From an optimization exercise on the open Yosys and OpenROAD flow, aimed at small area, a short achievable clock period and few clock cycles per item; shortcuts taken in it are not production practice. The RTL was checked by simulation tests, not by an equivalence proof against the original design.

===== design/flow/config.mk =====
export PLATFORM = sky130hd
export DESIGN_NAME = snr_kernel
export DESIGN_NICKNAME = snr_kernel
export VERILOG_FILES = /design/flow/design.v
export SDC_FILE = /design/flow/constraint.sdc
export NUM_CORES = 4
export LEC_CHECK = 0
export CAP_MARGIN = 20
export CORE_MARGIN = 2
export CORE_UTILIZATION = 40
export PLACE_DENSITY = 0.6
export SLEW_MARGIN = 20

===== design/flow/constraint.sdc =====
create_clock -name core_clock -period 22.0 [get_ports {clk}]
set_input_delay 4.4000 -clock core_clock [delete_from_list [all_inputs] [get_ports {clk}]]
set_output_delay 4.4000 -clock core_clock [all_outputs]
set_load 0.01 [all_outputs]

===== design/flow/design.v =====
module snr_kernel (
    input  wire         clk,
    input  wire         rst,
    input  wire [8:0]   s00,
    input  wire [8:0]   s10,
    input  wire [8:0]   s11,
    input  wire [8:0]   s20,
    input  wire [8:0]   s21,
    input  wire [8:0]   s22,
    input  wire [143:0] rlut,
    input  wire [3:0]   rshift,
    input  wire         in_valid,
    output wire         in_ready,
    input  wire [399:0] in_win,
    output reg          out_valid,
    output reg  [15:0]  out_y
);
    localparam [1:0] IDLE = 2'd0, ACC = 2'd1, PREP = 2'd2, DIV = 2'd3;
    reg [1:0]   state;
    reg [399:0] win;
    reg [4:0]   k;         
    reg [3:0]   dcnt;      
    reg [20:0]  sw;        
    reg [36:0]  acc;       
    reg [21:0]  rem;       
    reg [15:0]  nlo;       
    assign in_ready = (state == IDLE);
    function [8:0] sat256(input [8:0] v);
        sat256 = (v > 9'd256) ? 9'd256 : v;
    endfunction
    function [8:0] spatial(input [4:0] t);
        integer ai, aj;
        begin
            ai = t % 5; ai = (ai >= 2) ? ai - 2 : 2 - ai;
            aj = t / 5; aj = (aj >= 2) ? aj - 2 : 2 - aj;
            case ({ai[1:0], aj[1:0]})
                4'b0000:                 spatial = s00;
                4'b0100, 4'b0001:        spatial = s10;
                4'b0101:                 spatial = s11;
                4'b1000, 4'b0010:        spatial = s20;
                4'b1001, 4'b0110:        spatial = s21;
                default:                 spatial = s22;
            endcase
        end
    endfunction
    wire [15:0] x0   = win[16*12 +: 16];
    wire [15:0] xk   = win[16*k +: 16];
    wire [15:0] diff = (xk >= x0) ? (xk - x0) : (x0 - xk);
    wire [15:0] esh  = diff >> rshift;
    wire [3:0]  e    = (esh > 16'd15) ? 4'd15 : esh[3:0];
    wire [8:0]  rw   = sat256(rlut[9*e +: 9]);
    wire [8:0]  sp   = sat256(spatial(k));
    wire [16:0] wt   = sp * rw;
    wire [32:0] wx   = wt * xk;
    wire [37:0] num  = {acc, 1'b0} + {17'd0, sw};
    wire [21:0] den  = {sw, 1'b0};
    wire [22:0] trial = {rem, nlo[15]};
    wire        qbit  = (trial >= {1'b0, den});
    wire [22:0] tdiff = trial - {1'b0, den};
    always @(posedge clk) begin
        out_valid <= 1'b0;
        if (rst) begin
            state <= IDLE;
        end else begin
            case (state)
                IDLE: if (in_valid) begin
                    win   <= in_win;
                    sw    <= 21'd0;
                    acc   <= 37'd0;
                    k     <= 5'd0;
                    state <= ACC;
                end
                ACC: begin
                    sw  <= sw + {4'd0, wt};
                    acc <= acc + {4'd0, wx};
                    k   <= k + 5'd1;
                    if (k == 5'd24) state <= PREP;
                end
                PREP: begin
                    if (sw == 21'd0) begin
                        out_valid <= 1'b1;
                        out_y     <= x0;
                        state     <= IDLE;
                    end else begin
                        rem   <= num[37:16];
                        nlo   <= num[15:0];
                        dcnt  <= 4'd0;
                        state <= DIV;
                    end
                end
                DIV: begin
                    rem  <= qbit ? tdiff[21:0] : trial[21:0];
                    nlo  <= {nlo[14:0], qbit};
                    dcnt <= dcnt + 4'd1;
                    if (dcnt == 4'd15) begin
                        out_valid <= 1'b1;
                        out_y     <= {nlo[14:0], qbit};
                        state     <= IDLE;
                    end
                end
            endcase
        end
    end
endmodule

===== design/flow/run.sh =====
#!/bin/bash
# synth_recipe.tcl (not shown) runs the flow's synth.tcl, then flattens the netlist and writes it again
# the make line also repeats each setting of config.mk as NAME=value (left out here)
make -C /OpenROAD-flow-scripts/flow DESIGN_CONFIG=/design/flow/config.mk WORK_HOME=/design/flow/orfs CLKGATE_MAP_FILE= SYNTH_SCRIPT=/design/flow/synth_recipe.tcl finish

==> results.txt <==
-- Yosys cell counts (all sizes together) (10+ instances only) --
| cell | count |
|---|---|
| nand2b | 31 |
| a2111oi | 12 |
| xnor2 | 78 |
| nand2 | 333 |
| ha | 254 |
| buf | 39 |
| o31ai | 20 |
| inv | 516 |
| fa | 295 |
| nor2 | 274 |
| a31oi | 11 |
| and2 | 62 |
| a21boi | 10 |
| o21ai | 146 |
| o221ai | 10 |
| or2 | 19 |
| nor2b | 35 |
| nand3 | 64 |
| and3 | 22 |
| nor3 | 54 |
| a21o | 44 |
| xor2 | 40 |
| mux2 | 18 |
| o211ai | 24 |
| a211oi | 33 |
| nor3b | 11 |
| mux4 | 112 |
| o21a | 17 |
| or3 | 12 |
| o21bai | 24 |
| nand4 | 33 |
| mux2i | 76 |
| a21oi | 141 |
| edfxtp | 521 |
| clkbuf | 112 |
-- repair_timing --
item,in CTS,in global routing
setup endpoints to repair,0,1
endpoints found under the hold margin,0,0
gates resized for setup,0,2
-- per-stage QoR --
step	setup WS (ns)
final	1.15
after global routing	0.0130
after CTS	1.14
after detailed placement	0.593
after global placement	0.821
after floorplan	1.49
-- layout make-up --
type,count,area [um2]
Inverter,520,1950
Clock buffer,66,1440
Antenna cell,11,27.5
Timing Repair Buffer,699,6850
Multi-Input combinational cell,2467,22400
Sequential cell,524,15700
Clock inverter,35,368
Tap cell,1357,1700
Fill cell,9044,49900
-- registers in the layout (all words and copies together), names as in the netlist --
name and flops:
nlo 16, state 2, win 400, sw 21, acc 37, k 5, dcnt 4, out_valid 1
rem 22, out_y 16
-- layer usage --
| metal | up-vias | part of all wire (%) | global-route usage [%] |
|---|---|---|---|
| li1 | 14100 | - | - |
| met1 | 14800 | 40 | 30.0 |
| met2 | 959 | 50 | 40.2 |
| met3 | 182 | 7.3 | 5.69 |
| met4 | 26 | 3.4 | 8.26 |
| met5 | - | 0.13 | 0 |
-- worst min-delay path, delay by kind of cell, from the launching register on --
kind	cells	cell delay, ns
flops	1	0.32
compound gates	1	0.07
simple gates	1	0.06
-- path summary, 6_finish.rpt --
path,to,cells past startpoint,start,slack (ns)
max,acc[36],64,rshift[1],1.15
min,nlo[14],2,nlo[13],0.55
max reg2reg,acc[36],71,k[0],1.28
min reg2reg,nlo[14],2,nlo[13],0.55
-- kinds of logic (layout without fill, tap and decap cells) --
logic type | after synthesis | after routing | synth area share [%]
flip-flops | 524 | 524 | 38.7
other | 0 | 11 | 0
buffers and inverters | 671 | 1320 | 6.33
multiplexers | 206 | 206 | 8.59
AND/OR/NAND/NOR | 991 | 991 | 11.5
AO/OA/AOI/OAI | 603 | 603 | 9.99
adder cells (fa/ha/maj) | 549 | 549 | 22.4
XOR/XNOR | 118 | 118 | 2.56
-- placed cells by master (no fill, tap or decap), drive strengths merged, types with 76 or more instances in the layout --
master and n:
mux2i 76, ha 254, nand2 333, inv 519, fa 295, o21ai 146, nor2 274, edfxtp 521
buf 77, a21oi 141, mux4 112, xnor2 78, clkdlybuf4s50 622
==> flow_summary.ini <==
[run_status]
status = complete, no violations

[die]
die_x_um = 323
die_area_um2 = 104000
rows = 116
io_pins = 623
core_um2 = 100000
initial_utilization_pct = 40.5
die_h_um = 323

[detailed_routing]
finalWirelength_mm = 125
drt_iter0_drc = 2144
drcViolationCount = 0
drtAntennaViolNets = 0
wl_per_cell_um = 22.0
drtPass1Iterations = 6
vias = 30100
viasPerCell = 5.30

[global_route]
grt_pass1_wl_mm = 187
grt_pass1_vias = 30600
grt_max_degree = 184
grt_usage_pct = 23.9
gr-total-overflow = 0
antenna_found_initial = 24

[layout]
layout.cells.non_filler = 5679
syn2layout_area_growth_pct = 24.2
drive_gt1_share_pct = 7.70
num-nets-final = 5422
final_area_um2 = 50400
final_util_pct = 50.3

[critical_path]
crit_type = primary input to register
required_ns = 22.39
cp-start-kind = primary input
crit_family = adder cells
cp.buffers_inverters = 11
cpMaxStageDelayCell = or4b_1
worst_path_most_repeated_cell = fa_1
slowest_delay_ns = 0.73
worstPathArrival_ns = 21.24
crit_fanout = 18
cp-end-kind = register

[sta]
fin_setup_tns_ns = 0
drv_slew = 0
setup_violations = 0
min_period_ns = 20.85
fmax_mhz = 48.0
rsz0062_at_grt = no
slew-limit-headroom_pct = 28.1
timing.hold.ws_ns = 0.553
worst_pin_slew_ns = 1.08
hold_viol_final = 0
fin_crit_sh_pct = 94.8
skew_ns = 0.0509

[synthesis]
yosysWarnings = 1
synth_top_area_cell = edfxtp_1
synth_edf_count = 521
synth_nets = 4816
synth-seq-cells = 524
ys_types = 94
ys_seq_area_share_pct = 38.7
synth-main-ff-cell = edfxtp_1
netlist.area_leader.share_pct = 38.5
syn-cell-area_um2 = 40600
avgSynthCellArea_um2 = 11.1
ys_top_cells_by_area = edfxtp_1 39%, fa_1 15%, ha_1 7.8%, mux4_2 6.2%, inv_1 4.7%
synth_cells = 3662
postSynth.asyncResetShare_pct = 0

[cts]
ctsRootBufferMaster = clkbuf_16
cts_made_buffers = 56
cts_setup_buffers = 0
clkTransAtPathRegs_ns = 0.06
cts_sinks = 524
hold_buffers = 0
cts_max_path_buffers = 3
insertion_delay_ns = 0.66
h-tree-depth = 2
cts_tree = yes

[job]
max-cap-violations = 0

[place]
dpl_cell_area_um2 = 48600
dp_hpwl_mm = 100
routabilityCongestion = 0.897
port-buffer-count = 622
placed_cells = 5567

[worst_hold_path]
holdCritPathClass = register to register
Testbench counts, summed over its fixed seeds: cycles 68,808, items 1,600.

==> separate check: timing with driven ports <==
How much do the figures lean on ideal ports? The routed layout below was timed once more, with nothing changed but the port constraints.
Step 1: set_driving_cell puts a clkbuf_16 on clk and a buf_2 on each other input, an assumption about the parent block.
Step 2 adds t to the input delays and takes it off the output delays; t is the mean of the earliest and latest rising clock arrival at the registers after step 1. Input paths then give back, and output paths get back, about the clock's delay inside the block.
Three values: ideal, step 1, step 2; two values: the first two.
t (ns): 0.714
slack for setup (ns): 1.151 / 1.166 / 0.452
worst setup path after step 2: input to register
clock arrival spread, ns: 0.051 / 0.051
worst slew at a driven data input, ns: 0.16
After both steps setup and hold are still met in this run. The setup slack of this run moves by +0.015 ns with the drivers and by -0.699 ns with both steps.
